This design comes from an exercise in tuning for small area, a short achievable clock period and few clock cycles per item on the open sky130 flow, not from production work.
In this exercise RTL edits were held to simulation tests only and were not proved equivalent to the original.

==> design.v <==
module sha256_k (
    input  wire [5:0]  t,
    output wire [31:0] k
);
    localparam [2047:0] TABLE = {
        32'ha6fb9796,
        32'h307b5f59,
        32'hbef9a3f7,
        32'ha4506ceb,
        32'h90befffa,
        32'h8cc70208,
        32'h84c87814,
        32'h78a5636f,
        32'h748f82ee,
        32'h682e6ff3,
        32'h5b9cca4f,
        32'h4ed8aa4a,
        32'h391c0cb3,
        32'h34b0bcb5,
        32'h2748774c,
        32'h1e376c08,
        32'h19a4c116,
        32'h106aa070,
        32'hf40e3585,
        32'hd6990624,
        32'hd192e819,
        32'hc76c51a3,
        32'hc24b8b70,
        32'ha81a664b,
        32'ha2bfe8a1,
        32'h92722c85,
        32'h81c2c92e,
        32'h766a0abb,
        32'h650a7354,
        32'h53380d13,
        32'h4d2c6dfc,
        32'h2e1b2138,
        32'h27b70a85,
        32'h14292967,
        32'h06ca6351,
        32'hd5a79147,
        32'hc6e00bf3,
        32'hbf597fc7,
        32'hb00327c8,
        32'ha831c66d,
        32'h983e5152,
        32'h76f988da,
        32'h5cb0a9dc,
        32'h4a7484aa,
        32'h2de92c6f,
        32'h240ca1cc,
        32'h0fc19dc6,
        32'hefbe4786,
        32'he49b69c1,
        32'hc19bf174,
        32'h9bdc06a7,
        32'h80deb1fe,
        32'h72be5d74,
        32'h550c7dc3,
        32'h243185be,
        32'h12835b01,
        32'hd807aa98,
        32'hab1c5ed5,
        32'h923f82a4,
        32'h59f111f1,
        32'h3956c25b,
        32'he9b5dba5,
        32'hb5c0fbcf,
        32'h71374491
    };
    assign k = TABLE[32*t +: 32];
endmodule
module kh64_hash (
    input  wire         clk,
    input  wire         rst,
    input  wire         in_valid,
    output wire         in_ready,
    input  wire [127:0] in_key,
    output reg          out_valid,
    output wire [63:0]  out_kh
);
    localparam [31:0] IV0 = 32'h6a09e667, IV1 = 32'hbb67ae85,
                      IV2 = 32'h3c6ef372,
                      IV4 = 32'h510e527f, IV5 = 32'h9b05688c,
                      IV6 = 32'h1f83d9ab,
                      D0  = 32'h9cbf5a55;   
    reg  [5:0]  t;
    reg         first;      
    reg         busy;       
    reg         pend;       
    reg  [31:0] a, b, c, d, e, f, g;
    reg  [31:0] p;          
    reg  [31:0] w [0:15];   
    wire last = (t == 6'd63);
    wire load = (t == 6'd62);
    assign in_ready = load;
    wire accept = in_valid && load;
    assign out_kh = {b[7:0], b[15:8], b[23:16], b[31:24],
                     a[7:0], a[15:8], a[23:16], a[31:24]};
    wire [31:0] bsig1 = {e[5:0], e[31:6]} ^ {e[10:0], e[31:11]} ^ {e[24:0], e[31:25]};
    wire [31:0] bsig0 = {a[1:0], a[31:2]} ^ {a[12:0], a[31:13]} ^ {a[21:0], a[31:22]};
    wire [31:0] ch    = (e & f) ^ (~e & g);
    wire [31:0] maj   = (a & b) ^ (a & c) ^ (b & c);
    wire [31:0] s0m   = first ? 32'd0 : bsig0;
    wire [31:0] mjm   = first ? 32'd0 : maj;
    wire [31:0] x1s = p ^ ch ^ mjm;
    wire [31:0] x1c = ((p & ch) | (p & mjm) | (ch & mjm)) << 1;
    wire [31:0] x2s = x1s ^ x1c ^ s0m;
    wire [31:0] x2c = ((x1s & x1c) | (x1s & s0m) | (x1c & s0m)) << 1;
    wire [31:0] x3s = x2s ^ x2c ^ bsig1;
    wire [31:0] x3c = ((x2s & x2c) | (x2s & bsig1) | (x2c & bsig1)) << 1;
    wire [31:0] a_new = x3s + x3c;
    wire [31:0] y1s = p ^ ch ^ d;
    wire [31:0] y1c = ((p & ch) | (p & d) | (ch & d)) << 1;
    wire [31:0] y2s = y1s ^ y1c ^ bsig1;
    wire [31:0] y2c = ((y1s & y1c) | (y1s & bsig1) | (y1c & bsig1)) << 1;
    wire [31:0] e_new = y2s + y2c;
    wire [31:0] k_n;
    sha256_k u_k (.t(t), .k(k_n));
    wire [31:0] h_n = last ? 32'd0 : g;       
    wire [31:0] w_n = w[1];
    wire [31:0] z1s = h_n ^ k_n ^ w_n;
    wire [31:0] z1c = ((h_n & k_n) | (h_n & w_n) | (k_n & w_n)) << 1;
    wire [31:0] p_new = z1s + z1c;
    wire [31:0] w1  = w[1];
    wire [31:0] w14 = w[14];
    wire [31:0] ssig0 = {w1[6:0], w1[31:7]} ^ {w1[17:0], w1[31:18]} ^ {3'b000, w1[31:3]};
    wire [31:0] ssig1 = {w14[16:0], w14[31:17]} ^ {w14[18:0], w14[31:19]} ^ {10'd0, w14[31:10]};
    wire [31:0] s1s = ssig1 ^ w[9] ^ ssig0;
    wire [31:0] s1c = ((ssig1 & w[9]) | (ssig1 & ssig0) | (w[9] & ssig0)) << 1;
    wire [31:0] s2s = s1s ^ s1c ^ w[0];
    wire [31:0] s2c = ((s1s & s1c) | (s1s & w[0]) | (s1c & w[0])) << 1;
    wire [31:0] w_sched = s2s + s2c;
    wire sched_on = ~(t[5] & t[4]);
    wire [31:0] w_tail = (sched_on ? w_sched : 32'd0)
                       | {(t == 6'd52), 31'd0}
                       | {24'd0, last, 7'd0};
    wire [127:0] key_in = load ? in_key : 128'd0;
    integer i;
    always @(posedge clk) begin
        w[0] <= w[1];
        w[1] <= w[2] | {key_in[7:0],    key_in[15:8],    key_in[23:16],  key_in[31:24]};
        w[2] <= w[3] | {key_in[39:32],  key_in[47:40],   key_in[55:48],  key_in[63:56]};
        w[3] <= w[4] | {key_in[71:64],  key_in[79:72],   key_in[87:80],  key_in[95:88]};
        w[4] <= w[5] | {key_in[103:96], key_in[111:104], key_in[119:112], key_in[127:120]};
        for (i = 5; i < 15; i = i + 1)
            w[i] <= w[i+1];
        w[15] <= w_tail;
        p <= p_new;
        a <= a_new;
        b <= last ? IV1 + a : (first ? IV0 : a);
        c <= first ? IV1 : b;
        d <= last ? D0 : (first ? IV2 : c);
        e <= last ? IV4 : e_new;
        f <= last ? IV5 : e;
        g <= last ? IV6 : f;
        if (rst) begin
            t         <= 6'd48;
            first     <= 1'b0;
            busy      <= 1'b0;
            pend      <= 1'b0;
            out_valid <= 1'b0;
        end else begin
            t         <= t + 6'd1;
            first     <= last;
            out_valid <= last & busy;
            if (load) pend <= accept;
            if (last) busy <= pend;
        end
    end
endmodule
==> run.sh <==
#!/bin/bash
# synth_recipe.tcl (not shown) runs the flow's synth.tcl, then flattens the netlist and writes it again
# the make line also repeats each setting of config.mk as NAME=value (left out here)
make -C /OpenROAD-flow-scripts/flow DESIGN_CONFIG=/design/flow/config.mk WORK_HOME=/design/flow/orfs CLKGATE_MAP_FILE= SYNTH_SCRIPT=/design/flow/synth_recipe.tcl finish
==> config.mk <==
export PLATFORM = sky130hd
export DESIGN_NAME = kh64_hash
export DESIGN_NICKNAME = kh64_hash
export VERILOG_FILES = /design/flow/design.v
export SDC_FILE = /design/flow/constraint.sdc
export NUM_CORES = 4
export LEC_CHECK = 0
export CAP_MARGIN = 20
export CORE_MARGIN = 2
export CORE_UTILIZATION = 40
export SETUP_SLACK_MARGIN = 5
export SLEW_MARGIN = 20
==> constraint.sdc <==
create_clock -name core_clock -period 9.0 [get_ports {clk}]
set_input_delay 1.8000 -clock core_clock [delete_from_list [all_inputs] [get_ports {clk}]]
set_output_delay 1.8000 -clock core_clock [all_outputs]
set_load 0.01 [all_outputs]
==> summary.md, run 1 <==
| Metric | Value |
|---|---|
| Fillers | `8358` |
| CTS root buf | `clkbuf_16` |
| Clk Latency, worst-skew pair | `700 ps` |
| Yosys top cell by area | `dfxtp_1` |
| CP Launch Type | `flip-flop` |
| Kind of critical path | `reg2reg` |
| Layout cells sized above 1 | `between 20 and 25%` |
| Multi-input logic area | `roughly 22000 sq um` |
| Residual DRC count | `0` |
| Max-cap violation count | `0` |
| Slew Viols, Final | `0` |
| Slew @ Worst Pin | `slightly above 1000 ps` |
| Clk buf depth | `3` |
| IO buf count | `about 200` |
| Total negative slack | `0 ps` |
| I/O pin total | `between 150 and 200` |
| Clk slew on worst S/H paths | `about 60 ps` |
| HP Class | `reg2reg` |
| 1st-iter DRT viols | `slightly above 3000` |
| Fmax | `around 210 MHz` |
| Clock skew | `50.3 ps` |
| Compound-Gate Fraction of Synth Area | `between 10% and 20%` |
| Largest fanout on the critical path | `11` |
| #FFs+latches synth | `a little under 800` |
| GRT Overall Usage | `25.6%` |
| Post-detailed-route count of antenna-violating nets | `0` |
| Area occupied by registers | `15900 sq um` |
| Num CTS Buffers | `81` |
| Adder and majority gate portion of the synthesized area | `between 10% and 20%` |
| Ys Warns | `2` |
| DR vias/cell | `approximately 5.3` |
| Chip width | `just over 300 um` |
| Vias after detailed routing | `around 30000` |
| CTS tree | `yes` |
| CP arrival | `5300 ps` |
| Yosys top cell area share | `approximately two fifths` |
| Final min period | `4710 ps` |
| Post-layout net count | `between 4000 and 5000` |
| Routed WL | `128 mm` |
| Mux cell area share after synthesis | `roughly 1.2%` |
| Main combinational cell family by area after synthesis | `adder cells` |
| Initial antenna violation count | `2` |
| Core ar. | `93600 sq um` |
| Largest net degree at the start of global routing | `82` |
| Post-route clock period utilization | `a little over half` |
| DPL Wire Length | `between 80 and 90 mm` |
| Ranking of synthesized cells by area | `dfxtp_1, fa_1, xnor2_1` |
| Final Hold Violating Endpoints | `0` |
| Critical Path RT | `9590 ps` |
| WL/cell | `approximately 23 um` |
| EDFF count, synth | `0` |
| Global-route wire length before repair | `between 150 and 200 mm` |
| RSZ-0062 raised after global routing | `true` |
| Simple-Gate Fraction of Synth Area | `between 10% and 20%` |
| Pre-antenna DRT Iters | `8` |
| Syn nets | `4411` |
| CTS Hold Bufs | `0` |
| Distinct cells, synth | `92` |
| Post-synthesis xor/xnor area fraction | `about 8.1%` |
| Asr flop ratio synth | `0%` |
| Initial Utilization | `between 40 and 50%` |
| Vias in the first global route | `around 29000` |
| Register area share after synthesis | `between 40% and 50%` |
| Die area | `97200 sq um` |
| Total global routing overflow | `0` |
| Gpl congestion | `0.997` |
| Top_reg_cell synth | `dfxtp_1` |
| Synth-to-Final Area Change | `30.0%` |
| Mapped Area | `between 30000 and 40000 sq um` |
| Headroom to the max-slew limit | `31.8%` |
| Clock sink count | `778` |
| Die Ht | `slightly above 300 um` |
| CTS H-tree depth | `3` |
| Setup crit end kind | `flip-flop` |
| Num rows | `roughly 110` |
| Post-Syn Area per Cell | `9.74 sq um` |
| Final setup vio count | `0` |
| Mapped Cells | `3892` |
| Status | `timing/DRC/antenna clean` |
## synthesized netlist by cell type, types with 46 or more instances
cell and instances:
clkbuf_1 150, inv_1 430, nor3_1 46, dfxtp_1 778, nor2_1 245, nand2_1 226
ha_1 140, xor2_1 73, and2_1 58, o21ai_0 197, fa_1 248, nand2b_1 60
a21o_1 177, a21oi_1 214, xnor2_1 276
## worst paths after layout
kind,from,end,slack [ps],depth (start not counted)
setup / recovery,t[3]$_SDFF_PP0_,p[31]$_DFF_P_,4290,20
hold / removal,w[11][16]$_DFF_P_,w[10][16]$_DFF_P_,310,0
setup reg to reg,t[3]$_SDFF_PP0_,p[31]$_DFF_P_,4290,20
hold reg to reg,w[11][16]$_DFF_P_,w[10][16]$_DFF_P_,310,0
## worst max-delay path, stage by stage, from the launching register on
cell        delay, ps
dfxtp_4           390
buf_12            160
clkinvlp_4        140
buf_6             180
nand2_2           120
o21ai_1           180
mux4_2            480
a222oi_1          530
fa_1              300
inv_1              60
ha_4              250
a211oi_2          250
a211o_1           170
nand2_1            70
a311oi_2          360
a31oi_4           160
a41o_1            300
buf_6             130
buf_6             100
o221ai_2          130
xnor2_1           130
## state kept, by name, summed over array words and instances, names as in the netlist
| register | count |
|---|---|
| a | 32 |
| b | 32 |
| busy | 1 |
| c | 32 |
| d | 32 |
| e | 32 |
| f | 32 |
| first | 1 |
| g | 32 |
| out_valid | 1 |
| p | 32 |
| pend | 1 |
| t | 6 |
| w | 512 |
## layout by cell type, fill, tap and decap left out, types with 70 or more instances in the layout
cell type        instances
dfxtp_1                663
inv_1                  418
fa_1                   242
xnor2_1                235
buf_4                  233
nor2_1                 215
nand2_1                213
clkdlybuf4s50_1        195
a21o_1                 176
a21oi_1                156
o21ai_0                150
ha_1                    89
clkbuf_16               85
dfxtp_4                 76
xor2_1                  70
## cell type report
cell class              instances  area share (%)
multi-input cells            2485            45.6
flip-flops and latches        778            32.3
repair buffers                491            9.73
clock buffers                 103            4.61
inverters                     433            3.40
well taps                    1254            3.18
clock inverters                45            1.21
diodes                          1         0.00508
## timing repair
item	CTS	global route
pin swaps	106	123
setup endpoints to repair	121	76
buffers inserted	160	101
endpoints found under the hold margin	0	0
gates resized for setup	445	246
cloned	12	3
## metrics by stage
stage                     area, sq um  cells  util (%)  hold WS [ps]  setup slack [ps]
after CTS                       47300   5485      50.6           307              4380
final                           49300   5590      52.7           307              4290
after detailed placement        41200   5165      44.0           312              3410
after global placement          41200   5165      44.0           310              3390
after floorplan                 38500   3892         -           310              4720
after global routing            49300   5589      52.7           319              4220
## kinds of logic after synthesis
family	count (synthesis)
compound gates	868
xor+xnor	349
fa+ha+maj	389
buf+inv	633
flops	778
mux	42
simple gates	833
## layer usage
metal	wire [um]	up-vias	share of wire, %	global-route usage, %
li1	-	13600	-	-
met1	56300	14400	44	36.0
met2	55900	1338	44	39.1
met3	10100	351	7.9	4.84
met4	5730	0	4.5	9.56
met5	0	-	0	0
Testbench counts, summed over its fixed seeds: cycles 131,208, items 2,048.
==> run 2: changes to the inputs <==
--- a/config.mk
+++ b/config.mk
@@ -8,5 +8,4 @@
 export CAP_MARGIN = 20
 export CORE_MARGIN = 2
 export CORE_UTILIZATION = 40
-export SETUP_SLACK_MARGIN = 5
 export SLEW_MARGIN = 20
==> summary.md, run 2 <==
| Metric | Value |
|---|---|
| CTS tree | `yes` |
| CP arrival | `7490 ps (+2190 ps)` |
| Num CTS Buffers | `82 (+1.2%)` |
| Max-cap violation count | `0 (unchanged)` |
| Post-detailed-route count of antenna-violating nets | `0 (unchanged)` |
| Total negative slack | `0 ps (unchanged)` |
| Distinct cells, synth | `92 (unchanged)` |
| Commonest non-fill, non-tap cells in the layout | `dfxtp_1, inv_1, xnor2_1` |
| Yosys top cell by area | `dfxtp_1` |
| CTS H-tree depth | `3 (unchanged)` |
| Most common cell after layout, fill and taps aside | `dfxtp_1` |
| Cts repair resizes | `0 (-100%)` |
| WL/cell | `22.1 um (-3.3%)` |
| GRT Overall Usage | `24.0% (-1.6 points)` |
| Hold Slack | `300 ps (-6.18 ps)` |
| Headroom to the max-slew limit | `29.2% (-2.5 points)` |
| #FFs+latches synth | `778 (unchanged)` |
| Asr flop ratio synth | `0% (unchanged)` |
| Worst setup margin | `2020 ps (-2270 ps)` |
| Die Ht | `312 um (unchanged)` |
| Placed inst area | `40800 sq um (-0.82%)` |
| Post-Syn Area per Cell | `9.74 sq um (unchanged)` |
| Setup crit end kind | `flip-flop` |
| R2r setup slk | `2020 ps (-2270 ps)` |
| Kind of critical path | `reg2reg` |
| Post-Place Cells | `5164 (-0.019%)` |
| Core ar. | `93600 sq um (unchanged)` |
| Layout cells sized above 1 | `6.21% (-16 points)` |
| Vias in the first global route | `27100 (-5.3%)` |
| Post-CTS setup buffer count | `0 (-100%)` |
| Chip width | `312 um (unchanged)` |
| Final min period | `6980 ps (+2270 ps)` |
| Post-layout util | `46.9% (-5.8 points)` |
| Total global routing overflow | `0 (unchanged)` |
| CP Launch Type | `flip-flop` |
| Mapped Area | `37900 sq um (unchanged)` |
| Synth-to-Final Area Change | `15.8%` |
| CTS Hold Bufs | `0 (unchanged)` |
| Fmax | `143 MHz (-33%)` |
| Clk buf depth | `3 (unchanged)` |
| Residual DRC count | `0 (unchanged)` |
| Clk slew on worst S/H paths | `60 ps (about the same)` |
| Slew Viols, Final | `0 (unchanged)` |
| Num rows | `112 (unchanged)` |
| RSZ-0062 raised after global routing | `false` |
| Clk Latency, worst-skew pair | `660 ps (-40 ps)` |
| Post-route clock period utilization | `77.5% (+25 points)` |
| Global-route wire length before repair | `175 mm (-6.2%)` |
| Yosys top cell area share | `41.1% (unchanged)` |
| Slew @ Worst Pin | `1060 ps (+39.1 ps)` |
| HP Class | `reg2reg` |
| Gpl congestion | `0.951 (-4.6%)` |
| 1st-iter DRT viols | `2910 (-4.4%)` |
| EDFF count, synth | `0 (unchanged)` |
| Clock skew | `40.7 ps (-9.59 ps)` |
| Place WS | `2260 ps (-1150 ps)` |
| Register area share after synthesis | `41.1% (unchanged)` |
| DR vias/cell | `5.19 (-2.2%)` |
| DPL Wire Length | `90.1 mm (+0.60%)` |
| Die area | `97200 sq um (unchanged)` |
| Initial antenna violation count | `4 (+2)` |
| Largest fanout on the critical path | `21 (+10)` |
| Largest net degree at the start of global routing | `78 (-4.9%)` |
| Largest delay share family, worst path | `compound AO/OA/AOI/OAI gates` |
| IO buf count | `196 (unchanged)` |
| Max reg flops | `512 (unchanged)` |
| Ranking of synthesized cells by area | `dfxtp_1, fa_1, xnor2_1` |
| Syn nets | `4411 (unchanged)` |
| Ys Warns | `2 (unchanged)` |
| Final Hold Violating Endpoints | `0 (unchanged)` |
| Routed WL | `118 mm (-8.1%)` |
| Most frequent cells after synthesis | `dfxtp_1, inv_1, xnor2_1` |
| Vias after detailed routing | `27600 (-7.0%)` |
| CTS root buf | `clkbuf_16` |
| Critical Path RT | `9520 ps (-70 ps)` |
| Pre-antenna DRT Iters | `6 (-2)` |
| Mapped Cells | `3892 (unchanged)` |
| N_diodes | `0 (-1)` |
| I/O pin total | `197 (unchanged)` |
| Top_reg_cell synth | `dfxtp_1` |
| Post-layout net count | `4513 (-5.8%)` |
| Slowest stage delay, CP | `910 ps (+380 ps)` |
| Final setup vio count | `0 (unchanged)` |
| Post-route cell area | `43900 sq um (-11%)` |
| Status | `timing/DRC/antenna clean` |
| Initial Utilization | `40.5% (unchanged)` |
| Cell Chain, Critical Path | `clkinv_1 -> ha_1 -> clkinv_1 -> nor2_1 -> a21oi_1 -> nor2_1 -> o21ai_0 -> o221ai_1 -> o21ai_0 -> fa_1 -> inv_1 -> ha_1 -> inv_1 -> fa_1 -> nor2b_1 -> o31ai_1 -> a21oi_1 -> nand2_1 -> a31oi_1 -> a41o_1 -> o221ai_1 -> xnor2_1` |
| Largest Register | `w` |
| Cell with the most instances after synthesis | `dfxtp_1` |
| Layout Cells excl Fill | `5315 (-4.9%)` |
| Clock sink count | `778 (unchanged)` |
| CP max-delay cell | `dfxtp_1` |
| Buffers plus inverters on the worst setup path | `4 (-2)` |
## run 2: changes by cell type in the layout (fill, tap and decap cells not counted), moves of 41 or more
cell and delta:
xnor2_1 +41, ha_1 +51, buf_4 -211, dfxtp_4 -74, dfxtp_1 +110, a21oi_2 -41, a21oi_1 +58, o21ai_0 +47
## run 2: layout make-up
cell class	count	area (sq um)
Multi-Input combinational cell	2481	19900
Tap cell	1254	1570
Sequential cell	778	15600
Clock buffer	99	2250
Clock inverter	52	808
Fill cell	8856	49700
Inverter	433	1630
Timing Repair Buffer	218	2130
## run 2: logic make-up after synthesis
group	after synthesis	synth area share, %
AOI/OAI and AO/OA	868	15.0
xor gates and xnor gates	349	8.06
adders and majority gates	389	17.7
buffers and inverters	633	6.43
DFF	778	41.1
muxes	42	1.18
and+or+nand+nor	833	10.5
## run 2: final timing paths
path	from	endpoint	depth (start not counted)
max	t[1]$_SDFF_PP0_	p[31]$_DFF_P_	22
min	w[15][1]$_SDFF_PP0_	w[14][1]$_DFF_P_	0
max reg2reg	t[1]$_SDFF_PP0_	p[31]$_DFF_P_	22
min reg2reg	w[15][1]$_SDFF_PP0_	w[14][1]$_DFF_P_	0
## run 2: layer usage
layer	GRT usage, %	vias up	wire length [um]
met5	0	-	0
met4	9.20	0	4550
met3	3.60	213	7300
met2	36.8	1021	51700
met1	34.2	13400	54200
li1	-	13000	-
==> run 3: changes to the inputs <==
--- a/design.v
+++ b/design.v
@@ -3,6 +3,7 @@
     output wire [31:0] k
 );
     localparam [2047:0] TABLE = {
+        32'h71374491,
         32'ha6fb9796,
         32'h307b5f59,
         32'hbef9a3f7,
@@ -65,8 +66,7 @@
         32'h59f111f1,
         32'h3956c25b,
         32'he9b5dba5,
-        32'hb5c0fbcf,
-        32'h71374491
+        32'hb5c0fbcf
     };
     assign k = TABLE[32*t +: 32];
 endmodule
@@ -85,14 +85,14 @@
                       IV6 = 32'h1f83d9ab,
                       D0  = 32'h9cbf5a55;   
     reg  [5:0]  t;
+    reg         load;       
+    reg         last;       
     reg         first;      
     reg         busy;       
     reg         pend;       
     reg  [31:0] a, b, c, d, e, f, g;
     reg  [31:0] p;          
     reg  [31:0] w [0:15];   
-    wire last = (t == 6'd63);
-    wire load = (t == 6'd62);
     assign in_ready = load;
     wire accept = in_valid && load;
     assign out_kh = {b[7:0], b[15:8], b[23:16], b[31:24],
@@ -103,20 +103,19 @@
     wire [31:0] maj   = (a & b) ^ (a & c) ^ (b & c);
     wire [31:0] s0m   = first ? 32'd0 : bsig0;
     wire [31:0] mjm   = first ? 32'd0 : maj;
-    wire [31:0] x1s = p ^ ch ^ mjm;
-    wire [31:0] x1c = ((p & ch) | (p & mjm) | (ch & mjm)) << 1;
-    wire [31:0] x2s = x1s ^ x1c ^ s0m;
-    wire [31:0] x2c = ((x1s & x1c) | (x1s & s0m) | (x1c & s0m)) << 1;
-    wire [31:0] x3s = x2s ^ x2c ^ bsig1;
-    wire [31:0] x3c = ((x2s & x2c) | (x2s & bsig1) | (x2c & bsig1)) << 1;
+    wire [31:0] u_s = p ^ ch ^ bsig1;
+    wire [31:0] u_c = ((p & ch) | (p & bsig1) | (ch & bsig1)) << 1;
+    wire [31:0] x2s = u_s ^ u_c ^ s0m;
+    wire [31:0] x2c = ((u_s & u_c) | (u_s & s0m) | (u_c & s0m)) << 1;
+    wire [31:0] x3s = x2s ^ x2c ^ mjm;
+    wire [31:0] x3c = ((x2s & x2c) | (x2s & mjm) | (x2c & mjm)) << 1;
     wire [31:0] a_new = x3s + x3c;
-    wire [31:0] y1s = p ^ ch ^ d;
-    wire [31:0] y1c = ((p & ch) | (p & d) | (ch & d)) << 1;
-    wire [31:0] y2s = y1s ^ y1c ^ bsig1;
-    wire [31:0] y2c = ((y1s & y1c) | (y1s & bsig1) | (y1c & bsig1)) << 1;
+    wire [31:0] y2s = u_s ^ u_c ^ d;
+    wire [31:0] y2c = ((u_s & u_c) | (u_s & d) | (u_c & d)) << 1;
     wire [31:0] e_new = y2s + y2c;
-    wire [31:0] k_n;
-    sha256_k u_k (.t(t), .k(k_n));
+    wire [31:0] k_rom;
+    reg  [31:0] k_n;        
+    sha256_k u_k (.t(t), .k(k_rom));
     wire [31:0] h_n = last ? 32'd0 : g;       
     wire [31:0] w_n = w[1];
     wire [31:0] z1s = h_n ^ k_n ^ w_n;
@@ -147,6 +146,7 @@
             w[i] <= w[i+1];
         w[15] <= w_tail;
         p <= p_new;
+        k_n <= k_rom;
         a <= a_new;
         b <= last ? IV1 + a : (first ? IV0 : a);
         c <= first ? IV1 : b;
@@ -156,12 +156,16 @@
         g <= last ? IV6 : f;
         if (rst) begin
             t         <= 6'd48;
+            load      <= 1'b0;
+            last      <= 1'b0;
             first     <= 1'b0;
             busy      <= 1'b0;
             pend      <= 1'b0;
             out_valid <= 1'b0;
         end else begin
             t         <= t + 6'd1;
+            load      <= (t == 6'd61);
+            last      <= load;
             first     <= last;
             out_valid <= last & busy;
             if (load) pend <= accept;
--- a/config.mk
+++ b/config.mk
@@ -8,4 +8,5 @@
 export CAP_MARGIN = 20
 export CORE_MARGIN = 2
 export CORE_UTILIZATION = 40
+export SETUP_SLACK_MARGIN = 4.5
 export SLEW_MARGIN = 20
==> summary.md, run 3 <==
| Metric | Value |
|---|---|
| Status | `timing/DRC/antenna clean` |
| Global-route wire length before repair | `156 mm (-11%)` |
| Critical Path RT | `9530 ps (about the same)` |
| Yosys top cell by area | `dfxtp_1` |
| Pre-antenna DRT Iters | `7 (+1)` |
| Mapped Cells | `3588 (-7.8%)` |
| RSZ-0062 raised after global routing | `true` |
| Die Ht | `307 um (-1.5%)` |
| Post-route clock period utilization | `51.6% (-26 points)` |
| Final Hold Violating Endpoints | `0 (unchanged)` |
| Die area | `94400 sq um (-3.0%)` |
| Clk slew on worst S/H paths | `60 ps (about the same)` |
| WL/cell | `21.1 um (-4.5%)` |
| Clock sink count | `812 (+4.4%)` |
| Max-cap violation count | `0 (unchanged)` |
| Synth-to-Final Area Change | `20.0%` |
| EDFF count, synth | `0 (unchanged)` |
| Vias in the first global route | `25100 (-7.6%)` |
| Largest Register | `w` |
| Kind of critical path | `reg2reg` |
| Initial antenna violation count | `4 (unchanged)` |
| Num CTS Buffers | `87 (+6.1%)` |
| Vias after detailed routing | `25800 (-6.5%)` |
| Routed WL | `106 mm (-9.9%)` |
| Most common cell after layout, fill and taps aside | `dfxtp_1` |
| DPL Wire Length | `78.6 mm (-13%)` |
| Num rows | `111 (-0.89%)` |
| Slew Viols, Final | `0 (unchanged)` |
| Gpl congestion | `0.955 (+0.45%)` |
| CTS root buf | `clkbuf_16` |
| Post-layout util | `48.3% (+1.4 points)` |
| Post-Syn Area per Cell | `10.2 sq um (+5.2%)` |
| CTS tree | `yes` |
| HP Class | `reg2reg` |
| Register area share after synthesis | `44.2% (+3.1 points)` |
| Slew @ Worst Pin | `1030 ps (-24.1 ps)` |
| Post-layout net count | `4249 (-5.8%)` |
| Largest fanout on the critical path | `3 (-86%)` |
| Total global routing overflow | `0 (unchanged)` |
| CTS H-tree depth | `3 (unchanged)` |
| Post-Place Cells | `4813 (-6.8%)` |
| Ranking of synthesized cells by area | `dfxtp_1, fa_1, xnor2_1` |
| Core ar. | `91400 sq um (-2.4%)` |
| Most frequent cells after synthesis | `dfxtp_1, xnor2_1, inv_1` |
| Top_reg_cell synth | `dfxtp_1` |
| Fmax | `215 MHz (+50%)` |
| 1st-iter DRT viols | `2328 (-20%)` |
| Largest net degree at the start of global routing | `96 (+23%)` |
| Busiest grt layer | `met2` |
| Placed inst area | `39700 sq um (-2.7%)` |
| Layout Cells excl Fill | `5013 (-5.7%)` |
| Syn nets | `4079 (-7.5%)` |
| Final setup vio count | `0 (unchanged)` |
| CP Launch Type | `flip-flop` |
| Layout cells sized above 1 | `12.8% (+6.6 points)` |
| Clk buf depth | `3 (unchanged)` |
| Worst setup margin | `4350 ps (+2330 ps)` |
| Final min period | `4650 ps (-2330 ps)` |
| Post-detailed-route count of antenna-violating nets | `0 (unchanged)` |
| Cell with the most instances after synthesis | `dfxtp_1` |
| IO buf count | `196 (unchanged)` |
| Yosys top cell area share | `44.2% (+3.1 points)` |
| Clk Latency, worst-skew pair | `670 ps (about the same)` |
| Headroom to the max-slew limit | `30.9% (+1.7 points)` |
| #FFs+latches synth | `812 (+4.4%)` |
| Hold Slack | `304 ps (+3.41 ps)` |
| Asr flop ratio synth | `0% (unchanged)` |
| Total negative slack | `0 ps (unchanged)` |
| Setup crit end kind | `flip-flop` |
| Chip width | `307 um (-1.5%)` |
| Commonest non-fill, non-tap cells in the layout | `dfxtp_1, xnor2_1, inv_1` |
| Multi-input logic area | `19700 sq um (-1.2%)` |
| DR vias/cell | `5.15 (-0.88%)` |
| Ys Warns | `2 (unchanged)` |
| Place WS | `4000 ps (+1740 ps)` |
| GRT Overall Usage | `22.0% (-2.0 points)` |
| Clock skew | `47.4 ps (+6.69 ps)` |
| GRT met2 Usage | `33.9% (-2.9 points)` |
| Routing usage on met1 | `32.0% (-2.2 points)` |
| M3 GR Usage | `3.72% (+0.12 points)` |
| Residual DRC count | `0 (unchanged)` |
| Distinct cells, synth | `86 (-6.5%)` |
| Fillers | `8338 (-5.8%)` |
| CP arrival | `5170 ps (-2320 ps)` |
| Mapped Area | `36800 sq um (-3.0%)` |
| I/O pin total | `197 (unchanged)` |
| Post-route cell area | `44100 sq um (+0.53%)` |
| Initial Utilization | `40.2% (-0.26 points)` |
| Area occupied by registers | `16500 sq um (+5.6%)` |
| Max reg flops | `512 (unchanged)` |
## run 3: cell types whose count changed in the layout (fill, tap and decap cells not counted), moves of 26 or more
cell	previous run	this run
buf_4	22	63
nand2b_1	59	27
dfxtp_2	3	49
nor2b_1	35	100
and2_1	58	15
inv_1	430	239
a21oi_1	214	188
fa_1	248	212
o21ai_0	197	154
nor2_1	243	187
dfxtp_4	2	39
dfxtp_1	773	724
## run 3: worst paths after layout
kind	slack, ps	cells after the start	start	to
min reg2reg	300	0	w[13][21]$_DFF_P_	w[12][21]$_DFF_P_
max	4350	20	e[7]$_SDFF_PP0_	a[23]$_DFF_P_
min	300	0	w[13][21]$_DFF_P_	w[12][21]$_DFF_P_
max reg2reg	4350	20	e[7]$_SDFF_PP0_	a[23]$_DFF_P_
## run 3: per-layer routing
layer / wire length [um] / up-vias
met1: 49400 / 12600
li1: - / 12200
met3: 7010 / 157
met4: 2230 / 0
met2: 47300 / 834
met5: 0 / -
## run 3: repair_timing
item                                    in CTS  in global routing
hold buffers                                 0                  0
gates resized for setup                    107                151
endpoints found under the setup margin      37                 41
buffers inserted                            11                 31
pin swaps                                   22                 56
## run 3: cell type report
cell class / count / share of cell area, %
antenna: 2 / 0.0113
clock buffer: 118 / 5.58
clock inverter: 38 / 1.38
inverter: 243 / 2.07
multi-input combinational: 2351 / 44.6
sequential: 812 / 37.3
tap: 1186 / 3.36
timing repair buffer: 263 / 5.64
## run 3: logic make-up (layout without fill, tap and decap cells)
kind of cell    count (synthesis)  in the layout  synth area share [%]
flops                         812            812                  44.2
mux                            42             42                  1.21
simple gates                  782            782                  10.2
buf+inv                       425            662                  4.38
xor+xnor                      380            380                  9.05
other cells                     0              2                     0
compound gates                771            771                  13.8
fa+ha+maj                     376            376                  17.1
## run 3: critical path: stages, from the launching register on
cell     delay, ps
dfxtp_4        350
xor2_2         180
xnor2_2        250
fa_1           490
fa_1           500
inv_1           50
fa_1           490
ha_2           190
inv_2           40
fa_2           340
nor2b_1        120
o21a_1         150
o21ai_2        100
a211o_4        370
a31oi_4        220
buf_6          130
buf_4           90
buf_4          110
o21ai_0         70
nor2b_1        150
xnor2_1        120
Testbench counts of run 3, summed over its fixed seeds: cycles 131,208, items 2,048.
==> run 4: changes to the inputs <==
--- a/config.mk
+++ b/config.mk
@@ -8,5 +8,5 @@
 export CAP_MARGIN = 20
 export CORE_MARGIN = 2
 export CORE_UTILIZATION = 40
-export SETUP_SLACK_MARGIN = 4.5
+export SETUP_SLACK_MARGIN = 4.0
 export SLEW_MARGIN = 20
==> summary.md, run 4 <==
| Metric | Value |
|---|---|
| Status | `timing/DRC/antenna clean` |
| Num CTS Buffers | `87 (unchanged)` |
| CTS Hold Bufs | `0 (unchanged)` |
| Final min period | `4840 ps (+198 ps)` |
| N_diodes | `0 (-2)` |
| R2r endpoint | `a[30]$_DFF_P_` |
| Post-route cell area | `43000 sq um (-2.5%)` |
| Initial antenna violation count | `9 (+5)` |
| Residual DRC count | `0 (unchanged)` |
| Yosys top cell area share | `44.2% (unchanged)` |
| Die area | `94400 sq um (unchanged)` |
| Post-route clock period utilization | `53.8% (+2.2 points)` |
| Largest fanout on the critical path | `5 (+2)` |
| Critical Path RT | `9570 ps (+40 ps)` |
| Mapped Area | `36800 sq um (unchanged)` |
| Clk slew on worst S/H paths | `60 ps (about the same)` |
| Clk Latency, worst-skew pair | `660 ps (about the same)` |
| Pre-antenna DRT Iters | `5 (-2)` |
| Core ar. | `91400 sq um (unchanged)` |
| Final Hold Violating Endpoints | `0 (unchanged)` |
| Clock skew | `29.2 ps (-18.2 ps)` |
| Top_reg_cell synth | `dfxtp_1` |
| Adder and majority gate portion of the synthesized area | `17.1% (unchanged)` |
| Post-layout util | `47.1% (-1.2 points)` |
| GRT Overall Usage | `21.6% (-0.48 points)` |
| Vias in the first global route | `24800 (-1.2%)` |
| Ys Warns | `2 (unchanged)` |
| Mux cell area share after synthesis | `1.21% (unchanged)` |
| Post-Syn Area per Cell | `10.2 sq um (unchanged)` |
| Routed WL | `103 mm (-2.4%)` |
| CTS tree | `yes` |
| Initial Utilization | `40.2% (unchanged)` |
| CP Launch Type | `flip-flop` |
| Chip width | `307 um (unchanged)` |
| Reg-to-Reg Start | `e[18]$_SDFF_PP1_` |
| IO buf count | `196 (unchanged)` |
| Max reg flops | `512 (unchanged)` |
| Largest Register | `w` |
| Gpl congestion | `0.974 (+2.0%)` |
| Layout cells sized above 1 | `8.44% (-4.4 points)` |
| R2r setup slk | `4160 ps (-200 ps)` |
| CP arrival | `5410 ps (+240 ps)` |
| EDFF count, synth | `0 (unchanged)` |
| Area occupied by registers | `16300 sq um (-0.89%)` |
| Final setup vio count | `0 (unchanged)` |
| Asr flop ratio synth | `0% (unchanged)` |
| Ranking of synthesized cells by area | `dfxtp_1, fa_1, xnor2_1` |
| Slew Viols, Final | `0 (unchanged)` |
| 1st-iter DRT viols | `2365 (+1.6%)` |
| Placed inst area | `39700 sq um (about the same)` |
| HP Class | `reg2reg` |
| Die Ht | `307 um (unchanged)` |
| Max-cap violation count | `0 (unchanged)` |
| Total global routing overflow | `0 (unchanged)` |
| Clk buf depth | `3 (unchanged)` |
| DPL Wire Length | `77.4 mm (-1.5%)` |
| Worst Hold Path EP | `w[14][31]$_DFF_P_` |
| RSZ-0062 raised after global routing | `false` |
| Commonest non-fill, non-tap cells in the layout | `dfxtp_1, xnor2_1, inv_1` |
| Distinct cells, synth | `86 (unchanged)` |
| Clock sink count | `812 (unchanged)` |
| Vias after detailed routing | `25700 (-0.54%)` |
| Global-route wire length before repair | `153 mm (-2.2%)` |
| Headroom to the max-slew limit | `32.4% (+1.5 points)` |
| Hold Slack | `316 ps (+12.0 ps)` |
| Fmax | `206 MHz (-4.1%)` |
| Fillers | `8543 (+2.5%)` |
| Multi-input logic area | `19000 sq um (-3.6%)` |
| Cell with the most instances after synthesis | `dfxtp_1` |
| Post-detailed-route count of antenna-violating nets | `0 (unchanged)` |
| Mapped Cells | `3588 (unchanged)` |
| DR vias/cell | `5.15 (+0.18%)` |
| Yosys top cell by area | `dfxtp_1` |
| Post-layout net count | `4210 (-0.92%)` |
| Setup crit end kind | `flip-flop` |
| Compound-Gate Fraction of Synth Area | `13.8% (unchanged)` |
| Hold path cells | `0 (unchanged)` |
| R2r worst-path depth | `16 (-20%)` |
| Post-synthesis xor/xnor area fraction | `9.05% (unchanged)` |
| Slew @ Worst Pin | `1010 ps (-23.9 ps)` |
| #FFs+latches synth | `812 (unchanged)` |
| Total negative slack | `0 ps (unchanged)` |
| Most frequent cells after synthesis | `dfxtp_1, xnor2_1, inv_1` |
| Register area share after synthesis | `44.2% (unchanged)` |
| Num rows | `111 (unchanged)` |
| Syn nets | `4079 (unchanged)` |
| Most common cell after layout, fill and taps aside | `dfxtp_1` |
| CTS H-tree depth | `3 (unchanged)` |
| Largest net degree at the start of global routing | `89 (-7.3%)` |
| Simple-Gate Fraction of Synth Area | `10.2% (unchanged)` |
| Synth-to-Final Area Change | `17.0%` |
| I/O pin total | `197 (unchanged)` |
| WL/cell | `20.8 um (-1.7%)` |
| CTS root buf | `clkbuf_16` |
| Main combinational cell family by area after synthesis | `adder cells` |
| HP Start | `w[15][31]$_DFF_P_` |
| Kind of critical path | `reg2reg` |
==> run 4: changes by cell type in the layout (fill, tap and decap cells not counted), sizes merged <==
cell / delta
clkinv: -1
clkbuf: +4
diode: -2
bufinv: -2
clkinvlp: +2
inv: +2
buf: -39
==> run 4: what timing repair did <==
action,4_1_cts,5_1_grt
setup buffers,0,4
resized for setup,5,49
pin swaps,0,10
endpoints found under the setup margin,5,15
==> run 4: stage by stage <==
step,instances,worst slack [ps]
floorplan,3588,4420
global placement,4812,3960
detailed placement,4812,3860
CTS,4973,4000
global route,4977,3970
finish,4977,4160
==> run 4: logic make-up (layout without fill, tap and decap cells) <==
family | after synthesis | in the layout
buffers and inverters | 425 | 628
flip-flops | 812 | 812
adder cells (fa/ha/maj) | 376 | 376
AND/OR/NAND/NOR | 782 | 782
AO/OA/AOI/OAI | 771 | 771
multiplexers | 42 | 42
XOR/XNOR | 380 | 380
==> run 4: worst max-delay path: stages, from the launching register on <==
cell	delay [ps]
dfxtp_2	430
xor2_1	290
xnor2_1	190
fa_1	490
fa_1	500
inv_1	50
fa_1	440
ha_1	350
a2111oi_0	380
o21ai_0	200
nand2_1	190
o21ai_2	130
a41oi_2	270
nand3_1	120
a31o_2	280
a311oi_2	290
xnor2_1	150
==> run 4: how the worst max path moves through the flow <==
| stage | cells past startpoint | end | slack (ps) | from |
|---|---|---|---|---|
| 2_1_floorplan | 19 | a[31]$_DFF_P_ | 4420 | e[12]$_SDFF_PP1_ |
| 3_3_place_gp | 16 | a[31]$_DFF_P_ | 3960 | e[28]$_SDFF_PP1_ |
| 3_5_place_dp | 18 | a[31]$_DFF_P_ | 3860 | first$_SDFF_PP0_ |
| 4_1_cts | 18 | a[31]$_DFF_P_ | 4000 | e[6]$_SDFF_PP1_ |
| 5_1_grt | 15 | a[30]$_DFF_P_ | 3970 | e[2]$_SDFF_PP1_ |
| 6_report | 16 | a[30]$_DFF_P_ | 4160 | e[18]$_SDFF_PP1_ |
==> run 4: routing by layer <==
layer  vias to the layer above  track usage, %  part of all wire (%)
li1                      12200               -                     -
met1                     12400            30.3                    45
met2                       891            32.9                    44
met3                       161            4.70                   7.8
met4                         4            7.10                   2.8
met5                         -               0                 0.023
==> run 4: cell type report <==
class,instances,share of cell area (%)
multi-input cells,2351,44.1
repair buffers,224,5.09
flip-flops and latches,812,37.9
well taps,1186,3.45
clock buffers,122,5.95
clock inverters,39,1.31
inverters,243,2.12
==> run 5: changes to the inputs <==
--- a/config.mk
+++ b/config.mk
@@ -8,5 +8,4 @@
 export CAP_MARGIN = 20
 export CORE_MARGIN = 2
 export CORE_UTILIZATION = 40
-export SETUP_SLACK_MARGIN = 4.0
 export SLEW_MARGIN = 20
==> summary.md, run 5 <==
| Metric | Value |
|---|---|
| Buffers plus inverters on the worst setup path | `4 (+3)` |
| Slew @ Worst Pin | `1030 ps (+18.3 ps)` |
| Layout Cells excl Fill | `4974 (-0.060%)` |
| GRT Overall Usage | `21.6% (about the same)` |
| Post-route clock period utilization | `58.3% (+4.5 points)` |
| Initial antenna violation count | `9 (unchanged)` |
| Slew Viols, Final | `0 (unchanged)` |
| Clock skew | `28.8 ps (-0.408 ps)` |
| Total global routing overflow | `0 (unchanged)` |
| Placed inst area | `39700 sq um (unchanged)` |
| Post-Place Cells | `4812 (unchanged)` |
| Num rows | `111 (unchanged)` |
| Synth-to-Final Area Change | `16.5%` |
| Fmax | `191 MHz (-7.7%)` |
| Post-route cell area | `42800 sq um (-0.40%)` |
| Clk Latency, worst-skew pair | `660 ps (about the same)` |
| Global-route wire length before repair | `153 mm (about the same)` |
| Post-Syn Area per Cell | `10.2 sq um (unchanged)` |
| #FFs+latches synth | `812 (unchanged)` |
| Setup crit end kind | `flip-flop` |
| Slowest stage delay, CP | `660 ps (+160 ps)` |
| Most frequent cells after synthesis | `dfxtp_1, xnor2_1, inv_1` |
| Post-detailed-route count of antenna-violating nets | `0 (unchanged)` |
| Most common cell after layout, fill and taps aside | `dfxtp_1` |
| CTS root buf | `clkbuf_16` |
| Num CTS Buffers | `87 (unchanged)` |
| CP max-delay cell | `dfxtp_2` |
| Top_reg_cell synth | `dfxtp_1` |
| CTS tree | `yes` |
| Die area | `94400 sq um (unchanged)` |
| CP Launch Type | `flip-flop` |
| Pre-antenna DRT Iters | `6 (+1)` |
| Chip width | `307 um (unchanged)` |
| Hold Slack | `312 ps (-4.07 ps)` |
| Cell with the most instances after synthesis | `dfxtp_1` |
| Ranking of synthesized cells by area | `dfxtp_1, fa_1, xnor2_1` |
| Fillers | `8563 (+0.23%)` |
| CTS Hold Bufs | `0 (unchanged)` |
| Final Hold Violating Endpoints | `0 (unchanged)` |
| Post-layout net count | `4206 (-0.095%)` |
| Final setup vio count | `0 (unchanged)` |
| Mapped Area | `36800 sq um (unchanged)` |
| Kind of critical path | `reg2reg` |
| Die Ht | `307 um (unchanged)` |
| Core ar. | `91400 sq um (unchanged)` |
| Cell Chain, Critical Path | `clkinv_1 -> buf_4 -> nand2_1 -> fa_1 -> inv_1 -> fa_1 -> ha_1 -> inv_1 -> fa_1 -> nor2b_1 -> o21a_1 -> o21ai_0 -> a211o_1 -> a31oi_4 -> a2111oi_4 -> o31ai_1 -> a21oi_1 -> xnor2_1` |
| Most common cell on crit path | `fa_1` |
| Yosys top cell area share | `44.2% (unchanged)` |
| IO buf count | `196 (unchanged)` |
| Syn nets | `4079 (unchanged)` |
| Max reg flops | `512 (unchanged)` |
| Headroom to the max-slew limit | `31.2% (-1.2 points)` |
| Critical Path RT | `9570 ps (about the same)` |
| DPL Wire Length | `77.4 mm (unchanged)` |
| I/O pin total | `197 (unchanged)` |
| Commonest non-fill, non-tap cells in the layout | `dfxtp_1, xnor2_1, inv_1` |
| RSZ-0062 raised after global routing | `false` |
| Mapped Cells | `3588 (unchanged)` |
| Layout cells sized above 1 | `7.05% (-1.4 points)` |
| CP arrival | `5820 ps (+410 ps)` |
| Final min period | `5250 ps (+403 ps)` |
| 1st-iter DRT viols | `2168 (-8.3%)` |
| Largest fanout on the critical path | `43 (+38)` |
| Clk slew on worst S/H paths | `60 ps (about the same)` |
| Largest Register | `w` |
| Largest net degree at the start of global routing | `89 (unchanged)` |
| Vias in the first global route | `24800 (-0.040%)` |
| Routed WL | `103 mm (-0.28%)` |
| Clock sink count | `812 (unchanged)` |
| CTS H-tree depth | `3 (unchanged)` |
| DR vias/cell | `5.17 (+0.25%)` |
| Gpl congestion | `0.974 (unchanged)` |
| WL/cell | `20.7 um (-0.22%)` |
| Clk buf depth | `3 (unchanged)` |
| Initial Utilization | `40.2% (unchanged)` |
| Residual DRC count | `0 (unchanged)` |
| Asr flop ratio synth | `0% (unchanged)` |
| Distinct cells, synth | `86 (unchanged)` |
| Cts repair resizes | `0 (-5)` |
| Post-CTS setup buffer count | `0 (unchanged)` |
| Register area share after synthesis | `44.2% (unchanged)` |
| Status | `timing/DRC/antenna clean` |
| Yosys top cell by area | `dfxtp_1` |
| EDFF count, synth | `0 (unchanged)` |
| Total negative slack | `0 ps (unchanged)` |
| Vias after detailed routing | `25700 (+0.19%)` |
| Max-cap violation count | `0 (unchanged)` |
| Ys Warns | `2 (unchanged)` |
| Largest delay share family, worst path | `compound AO/OA/AOI/OAI gates` |
| HP Class | `reg2reg` |
run 5: per-stage QoR:
stage / util (%) / worst slack [ps]
6_report: 46.9 / 3750
5_1_grt: 46.9 / 3320
3_5_place_dp: 43.5 / 3860
3_3_place_gp: 43.5 / 3960
4_1_cts: 46.9 / 3800
2_1_floorplan: - / 4420
run 5: metal layers:
| metal | up-vias | global-route usage [%] | routed length [um] |
|---|---|---|---|
| met1 | 12400 | 30.3 | 46700 |
| met5 | - | 0 | 24 |
| met2 | 953 | 32.9 | 45400 |
| li1 | 12200 | - | - |
| met3 | 171 | 4.70 | 8110 |
| met4 | 4 | 7.10 | 2910 |
run 5: area by class of cell:
cell class              instances  area [sq um]  area share, %
clock buffers                 122          2560           5.98
inverters                     243           912           2.13
clock inverters                39           566           1.32
well taps                    1186          1480           3.46
flip-flops and latches        812         16300           38.0
diodes                          1          2.50        0.00584
multi-input cells            2351         18900           44.1
repair buffers                220          2140           5.00
run 5: cell families after synthesis:
| group | after synthesis | synth area share (%) |
|---|---|---|
| muxes | 42 | 1.21 |
| xor gates and xnor gates | 380 | 9.05 |
| and+or+nand+nor | 782 | 10.2 |
| buffers and inverters | 425 | 4.38 |
| AOI/OAI and AO/OA | 771 | 13.8 |
| DFF | 812 | 44.2 |
| adders and majority gates | 376 | 17.1 |
run 5: worst register-to-register path, stage by stage (launching register included):
cell and delay, ps:
dfxtp_2 660, clkinv_1 450, buf_4 410, nand2_1 170, fa_1 390, inv_1 80
fa_1 410, ha_1 250, inv_1 90, fa_1 210, nor2b_1 60, o21a_1 170
o21ai_0 450, a211o_1 320, a31oi_4 160, a2111oi_4 430, o31ai_1 150, a21oi_1 190
xnor2_1 130
run 5: final timing paths:
check	slack [ps]	endpoint	start	cells past startpoint
min reg2reg	310	w[14][11]$_DFF_P_	w[15][11]$_SDFF_PP0_	0
max reg2reg	3750	a[31]$_DFF_P_	first$_SDFF_PP0_	18
min	310	w[14][11]$_DFF_P_	w[15][11]$_SDFF_PP0_	0
max	3750	a[31]$_DFF_P_	first$_SDFF_PP0_	18
==> run 6: changes to the inputs <==
--- a/design.v
+++ b/design.v
@@ -88,6 +88,8 @@
     reg         load;       
     reg         last;       
     reg         first;      
+    reg         first_s;    
+    reg         first_m;    
     reg         busy;       
     reg         pend;       
     reg  [31:0] a, b, c, d, e, f, g;
@@ -101,8 +103,8 @@
     wire [31:0] bsig0 = {a[1:0], a[31:2]} ^ {a[12:0], a[31:13]} ^ {a[21:0], a[31:22]};
     wire [31:0] ch    = (e & f) ^ (~e & g);
     wire [31:0] maj   = (a & b) ^ (a & c) ^ (b & c);
-    wire [31:0] s0m   = first ? 32'd0 : bsig0;
-    wire [31:0] mjm   = first ? 32'd0 : maj;
+    wire [31:0] s0m   = first_s ? 32'd0 : bsig0;
+    wire [31:0] mjm   = first_m ? 32'd0 : maj;
     wire [31:0] u_s = p ^ ch ^ bsig1;
     wire [31:0] u_c = ((p & ch) | (p & bsig1) | (ch & bsig1)) << 1;
     wire [31:0] x2s = u_s ^ u_c ^ s0m;
@@ -147,6 +149,7 @@
         w[15] <= w_tail;
         p <= p_new;
         k_n <= k_rom;
+        first_m <= last;    
         a <= a_new;
         b <= last ? IV1 + a : (first ? IV0 : a);
         c <= first ? IV1 : b;
@@ -159,6 +162,7 @@
             load      <= 1'b0;
             last      <= 1'b0;
             first     <= 1'b0;
+            first_s   <= 1'b0;
             busy      <= 1'b0;
             pend      <= 1'b0;
             out_valid <= 1'b0;
@@ -167,6 +171,7 @@
             load      <= (t == 6'd61);
             last      <= load;
             first     <= last;
+            first_s   <= (t == 6'd63);
             out_valid <= last & busy;
             if (load) pend <= accept;
             if (last) busy <= pend;
--- a/config.mk
+++ b/config.mk
@@ -8,4 +8,7 @@
 export CAP_MARGIN = 20
 export CORE_MARGIN = 2
 export CORE_UTILIZATION = 40
+export CTS_BUF_LIST = sky130_fd_sc_hd__clkbuf_8
+export CTS_CLUSTER_SIZE = 30
+export SETUP_SLACK_MARGIN = 4.5
 export SLEW_MARGIN = 20
==> summary.md, run 6 <==
| Metric | Value |
|---|---|
| Mapped Area | `36900 sq um (+0.33%)` |
| Total global routing overflow | `0 (unchanged)` |
| Clk Latency, worst-skew pair | `810 ps (+150 ps)` |
| CTS root buf | `clkbuf_8` |
| Vias after detailed routing | `26000 (+1.1%)` |
| Asr flop ratio synth | `0% (unchanged)` |
| CP Launch Type | `flip-flop` |
| Most common cell after layout, fill and taps aside | `dfxtp_1` |
| Largest delay share family, worst path | `adder cells` |
| Mapped Cells | `3570 (-0.50%)` |
| Status | `timing/DRC/antenna clean` |
| EDFF count, synth | `0 (unchanged)` |
| Headroom to the max-slew limit | `33.2% (+2.0 points)` |
| Core ar. | `91500 sq um (+0.15%)` |
| Adder and majority gate portion of the synthesized area | `16.8% (-0.29 points)` |
| Largest Register | `w` |
| Synth-to-Final Area Change | `18.7%` |
| Pre-antenna DRT Iters | `6 (unchanged)` |
| Clk slew on worst S/H paths | `70 ps (about the same)` |
| Syn nets | `4067 (-0.29%)` |
| RSZ-0062 raised after global routing | `true` |
| GRT Overall Usage | `22.5% (+0.94 points)` |
| Max reg flops | `512 (unchanged)` |
| CTS tree | `yes` |
| CTS H-tree depth | `4 (+1)` |
| Die area | `94700 sq um (+0.33%)` |
| Post-route clock period utilization | `52.2% (-6.1 points)` |
| CP arrival | `5420 ps (-400 ps)` |
| CP max-delay cell | `fa_1` |
| Layout cells sized above 1 | `13.0% (+6.0 points)` |
| Yosys top cell area share | `44.2% (about the same)` |
| Cell with the most instances after synthesis | `dfxtp_1` |
| Cell Chain, Critical Path | `xor2_2 -> xnor2_2 -> fa_1 -> fa_1 -> inv_1 -> fa_1 -> ha_4 -> nor2b_1 -> o31a_1 -> o311a_4 -> a21o_4 -> o211ai_4 -> nor2_2 -> a21bo_2 -> a41oi_2 -> and2b_1 -> xnor2_1` |
| Main combinational cell family by area after synthesis | `adder cells` |
| Max-cap violation count | `0 (unchanged)` |
| Post-Syn Area per Cell | `10.3 sq um (+0.84%)` |
| Chip width | `308 um (+0.16%)` |
| Slew Viols, Final | `0 (unchanged)` |
| Slew @ Worst Pin | `998 ps (-31.8 ps)` |
| Die Ht | `308 um (+0.16%)` |
| Post-detailed-route count of antenna-violating nets | `0 (unchanged)` |
| Global-route wire length before repair | `159 mm (+4.1%)` |
| Kind of critical path | `reg2reg` |
| Distinct cells, synth | `83 (-3.5%)` |
| 1st-iter DRT viols | `2010 (-7.3%)` |
| Largest fanout on the critical path | `5 (-88%)` |
| Yosys top cell by area | `dfxtp_1` |
| Setup crit end kind | `flip-flop` |
| Initial Utilization | `40.3% (+0.072 points)` |
| Total negative slack | `0 ps (unchanged)` |
| Num CTS Buffers | `138 (+59%)` |
| Num rows | `111 (unchanged)` |
| WL/cell | `21.0 um (+1.5%)` |
| #FFs+latches synth | `814 (+0.25%)` |
| Most common cell on crit path | `fa_1` |
| Simple-Gate Fraction of Synth Area | `10.3% (+0.088 points)` |
| Clk buf depth | `3 (unchanged)` |
| Final setup vio count | `0 (unchanged)` |
| Worst setup margin | `4300 ps (+546 ps)` |
| Critical Path RT | `9720 ps (+150 ps)` |
| Most frequent cells after synthesis | `dfxtp_1, xnor2_1, inv_1` |
| Clock skew | `39.5 ps (+10.6 ps)` |
| Largest net degree at the start of global routing | `69 (-22%)` |
| DR vias/cell | `5.12 (-0.85%)` |
| Commonest non-fill, non-tap cells in the layout | `dfxtp_1, xnor2_1, inv_1` |
| Compound-Gate Fraction of Synth Area | `13.8% (about the same)` |
| Ranking of synthesized cells by area | `dfxtp_1, fa_1, xnor2_1` |
| Initial antenna violation count | `7 (-2)` |
| Post-layout net count | `4276 (+1.7%)` |
| Slowest stage delay, CP | `560 ps (-100 ps)` |
| Routed WL | `107 mm (+3.6%)` |
| Fillers | `8545 (-0.21%)` |
| Top_reg_cell synth | `dfxtp_1` |
| Gpl congestion | `0.973 (-0.13%)` |
| Buffers plus inverters on the worst setup path | `1 (-3)` |
| Vias in the first global route | `25700 (+3.8%)` |
| IO buf count | `196 (unchanged)` |
| DPL Wire Length | `80.0 mm (+3.4%)` |
| Register area share after synthesis | `44.2% (about the same)` |
| Fmax | `213 MHz (+12%)` |
| Ys Warns | `2 (unchanged)` |
| Hold Slack | `311 ps (-0.820 ps)` |
| Place WS | `3660 ps (-198 ps)` |
| HP Class | `reg2reg` |
| Final Hold Violating Endpoints | `0 (unchanged)` |
| Residual DRC count | `0 (unchanged)` |
| I/O pin total | `197 (unchanged)` |
| Clock sink count | `814 (+0.25%)` |
| Post-synthesis xor/xnor area fraction | `9.21% (+0.16 points)` |
| Final min period | `4700 ps (-546 ps)` |
| Mux cell area share after synthesis | `1.37% (+0.16 points)` |
[run 6: cell types whose count changed after synthesis, moves of 8 or more]
cell	before	now
nand2b_1	27	57
nand2_1	229	204
nor2_1	191	171
nand3_1	55	37
inv_1	242	234
o21ai_1	15	2
xnor2_1	278	288
o211ai_1	11	19
maj3_1	16	0
a21o_1	176	214
a21oi_1	196	187
[run 6: worst reg2reg max path, cell delays in order, from the launching register on]
cell,delay [ps]
dfxtp_4,380
xor2_2,190
xnor2_2,170
fa_1,560
fa_1,500
inv_1,50
fa_1,520
ha_4,210
nor2b_1,130
o31a_1,320
o311a_4,330
a21o_4,250
o211ai_4,230
nor2_2,60
a21bo_2,220
a41oi_2,210
and2b_1,170
xnor2_1,110
[run 6: path summary, 6_finish.rpt]
check,from,to,slack [ps],depth (start not counted)
worst max-delay path,e[28]$_SDFF_PP1_,a[29]$_DFF_P_,4300,17
worst max register to register,e[28]$_SDFF_PP1_,a[29]$_DFF_P_,4300,17
worst min-delay path,w[11][19]$_DFF_P_,w[10][19]$_DFF_P_,310,0
worst min register to register,w[11][19]$_DFF_P_,w[10][19]$_DFF_P_,310,0
[run 6: metal layers]
layer	vias to the layer above	GRT usage, %	wire length, um	share of wire (%)
li1	12300	-	-	-
met1	12800	32.6	51000	48
met2	743	34.2	47700	45
met3	153	4.05	5670	5.3
met4	0	6.58	2380	2.2
met5	-	0	0	0
[run 6: timing repair]
item,4_1_cts,5_1_grt
resized for setup,97,73
hold buffers,0,0
setup endpoints to repair,39,33
pin swaps,26,37
setup buffers,11,21
gates cloned,0,0
[run 6: cell type report]
type	count	area, sq um	area share, %
multi-input combinational	2342	19600	44.7
sequential	814	16400	37.5
clock buffer	177	2440	5.57
timing repair buffer	249	2370	5.42
tap	1186	1480	3.39
inverter	234	878	2.01
clock inverter	69	607	1.39
antenna	2	5.00	0.0114
[run 6: logic make-up after synthesis]
| logic type | Yosys count |
|---|---|
| adders and majority gates | 366 |
| xor gates and xnor gates | 388 |
| AOI/OAI and AO/OA | 778 |
| and+or+nand+nor | 766 |
| buffers and inverters | 414 |
| DFF | 814 |
| muxes | 44 |
[run 6: through the flow]
stage | instance area (sq um) | instances | utilization [%]
2_1_floorplan | 36900 | 3570 | -
3_3_place_gp | 39800 | 4793 | 43.5
3_5_place_dp | 39800 | 4793 | 43.5
4_1_cts | 43300 | 5050 | 47.3
5_1_grt | 43800 | 5073 | 47.8
6_report | 43800 | 5073 | 47.8
Testbench counts of run 6, summed over its fixed seeds: cycles 131,208, items 2,048.
==> run 7: changes to the inputs <==
--- a/config.mk
+++ b/config.mk
@@ -8,7 +8,5 @@
 export CAP_MARGIN = 20
 export CORE_MARGIN = 2
 export CORE_UTILIZATION = 40
-export CTS_BUF_LIST = sky130_fd_sc_hd__clkbuf_8
-export CTS_CLUSTER_SIZE = 30
-export SETUP_SLACK_MARGIN = 4.5
+export SETUP_SLACK_MARGIN = 5
 export SLEW_MARGIN = 20
==> summary.md, run 7 <==
| Metric | Value |
|---|---|
| Mapped Cells | `3570 (unchanged)` |
| Slew @ Worst Pin | `1020 ps (+24.6 ps)` |
| Most common cell after layout, fill and taps aside | `dfxtp_1` |
| Clock sink count | `814 (unchanged)` |
| Vias in the first global route | `25400 (-1.3%)` |
| Vias after detailed routing | `26200 (+0.75%)` |
| CP arrival | `5100 ps (-320 ps)` |
| Top_reg_cell synth | `dfxtp_1` |
| Total negative slack | `0 ps (unchanged)` |
| Post-detailed-route count of antenna-violating nets | `0 (unchanged)` |
| DPL Wire Length | `80.9 mm (+1.1%)` |
| Commonest non-fill, non-tap cells in the layout | `dfxtp_1, xnor2_1, inv_1` |
| Critical Path RT | `9520 ps (-200 ps)` |
| Cell with the most instances after synthesis | `dfxtp_1` |
| Post-Place Cells | `4794 (+0.021%)` |
| Initial antenna violation count | `6 (-1)` |
| Most frequent cells after synthesis | `dfxtp_1, xnor2_1, inv_1` |
| Final min period | `4580 ps (-117 ps)` |
| Largest Register | `w` |
| Layout Cells excl Fill | `5030 (-0.85%)` |
| Die area | `94700 sq um (unchanged)` |
| DR vias/cell | `5.21 (+1.6%)` |
| Setup crit end kind | `flip-flop` |
| Final Hold Violating Endpoints | `0 (unchanged)` |
| Post-route clock period utilization | `50.9% (-1.3 points)` |
| Die Ht | `308 um (unchanged)` |
| Yosys top cell by area | `dfxtp_1` |
| Largest net degree at the start of global routing | `94 (+36%)` |
| Chip width | `308 um (unchanged)` |
| Clk Latency, worst-skew pair | `660 ps (-150 ps)` |
| Num CTS Buffers | `86 (-38%)` |
| Initial Utilization | `40.3% (unchanged)` |
| Register area share after synthesis | `44.2% (unchanged)` |
| Ys Warns | `2 (unchanged)` |
| Layout cells sized above 1 | `15.2% (+2.1 points)` |
| Post-Syn Area per Cell | `10.3 sq um (unchanged)` |
| Status | `timing/DRC/antenna clean` |
| Fillers | `8242 (-3.5%)` |
| HP Class | `reg2reg` |
| #FFs+latches synth | `814 (unchanged)` |
| Syn nets | `4067 (unchanged)` |
| EDFF count, synth | `0 (unchanged)` |
| WL/cell | `21.7 um (+3.1%)` |
| Kind of critical path | `reg2reg` |
| Routed WL | `109 mm (+2.2%)` |
==> run 7: cell counts after synthesis <==
No cell type changed its count.
==> run 7: kinds of logic (layout without fill, tap and decap cells) <==
| kind of cell | count (synthesis) | after routing | share of synthesized area (%) |
|---|---|---|---|
| multiplexers | 44 | 44 | 1.37 |
| AO/OA/AOI/OAI | 778 | 778 | 13.8 |
| AND/OR/NAND/NOR | 766 | 766 | 10.3 |
| other | 0 | 2 | 0 |
| buffers and inverters | 414 | 686 | 4.29 |
| adder cells (fa/ha/maj) | 366 | 366 | 16.8 |
| flip-flops | 814 | 814 | 44.2 |
| XOR/XNOR | 388 | 388 | 9.21 |
==> run 7: final timing paths <==
kind,from,endpoint,slack [ps]
hold / removal,w[11][17]$_DFF_P_,w[10][17]$_DFF_P_,310
setup / recovery,e[28]$_SDFF_PP1_,a[31]$_DFF_P_,4420
hold reg to reg,w[11][17]$_DFF_P_,w[10][17]$_DFF_P_,310
setup reg to reg,e[28]$_SDFF_PP1_,a[31]$_DFF_P_,4420
==> run 7: cell type report <==
class,count,area [sq um],share of cell area [%]
multi-input combinational,2342,20100,44.8
antenna,2,5.00,0.0112
tap,1186,1480,3.31
inverter,234,878,1.96
timing repair buffer,296,2760,6.15
clock inverter,40,649,1.45
clock buffer,116,2460,5.47
sequential,814,16500,36.8
==> run 7: worst max-delay path: stages, from the launching register on <==
cell and delay [ps]:
dfxtp_4 370, xor2_4 190, xnor2_2 250, fa_1 470, fa_1 490, inv_1 50, fa_1 540, ha_4 210
nor2b_2 150, o31a_1 260, o311a_4 350, a21o_4 240, o211ai_4 190, nor2_2 60, a21bo_2 230, a41oi_2 140
a21oi_1 100, xnor2_1 130
==> run 7: stage by stage <==
| step | cell area (sq um) | setup slack [ps] | util, % |
|---|---|---|---|
| after global routing | 44900 | 4250 | 49.0 |
| after CTS | 44100 | 4450 | 48.2 |
| final | 44900 | 4420 | 49.0 |
| after detailed placement | 39900 | 4040 | 43.6 |
| after floorplan | 37000 | 4580 | - |
| after global placement | 39900 | 4050 | 43.6 |
==> run 7: what timing repair did <==
action                                  4_1_cts  5_1_grt
endpoints found under the setup margin       71       66
cloned                                        0        0
pin swaps                                    91       65
buffers inserted                             44       34
gates resized for setup                     217      104
==> run 7: layer usage <==
metal | vias to the layer above | wire (um) | track usage, % | share of wire [%]
li1 | 12200 | - | - | -
met1 | 12900 | 50000 | 32.9 | 46
met2 | 855 | 49600 | 35.5 | 45
met3 | 163 | 6870 | 3.09 | 6.3
met4 | 0 | 2630 | 6.16 | 2.4
met5 | - | 0 | 0 | 0

## re-timing with driven ports
In the flow no input, the clock included, has a driving cell. The finished layouts below were timed again as built, in two steps.
Step 1, drivers: a clkbuf_16 drives clk and a buf_2 each remaining input, both assumed.
Step 2 also shifts input and output timing later by t, the mid clock arrival at the registers, as if the neighbouring blocks saw the same clock.
a / b / c = ideal / step 1 / step 2; a / b = the first two.
run | t, ns | setup WS [ns] | clock arrival spread, ns
run 1 | 0.738 | 4.292 / 4.292 / 4.292 | 0.050 / 0.050
run 2 | 0.706 | 2.025 / 2.025 / 2.025 | 0.043 / 0.044
run 3 | 0.717 | 4.355 / 4.355 / 4.355 | 0.054 / 0.054
run 4 | 0.713 | 4.157 / 4.157 / 4.157 | 0.039 / 0.038
run 5 | 0.714 | 3.754 / 3.754 / 3.754 | 0.039 / 0.039
run 6 | 0.859 | 4.300 / 4.300 / 4.300 | 0.040 / 0.040
run 7 | 0.718 | 4.417 / 4.417 / 4.417 | 0.051 / 0.052
After both steps every run listed still meets setup and hold.
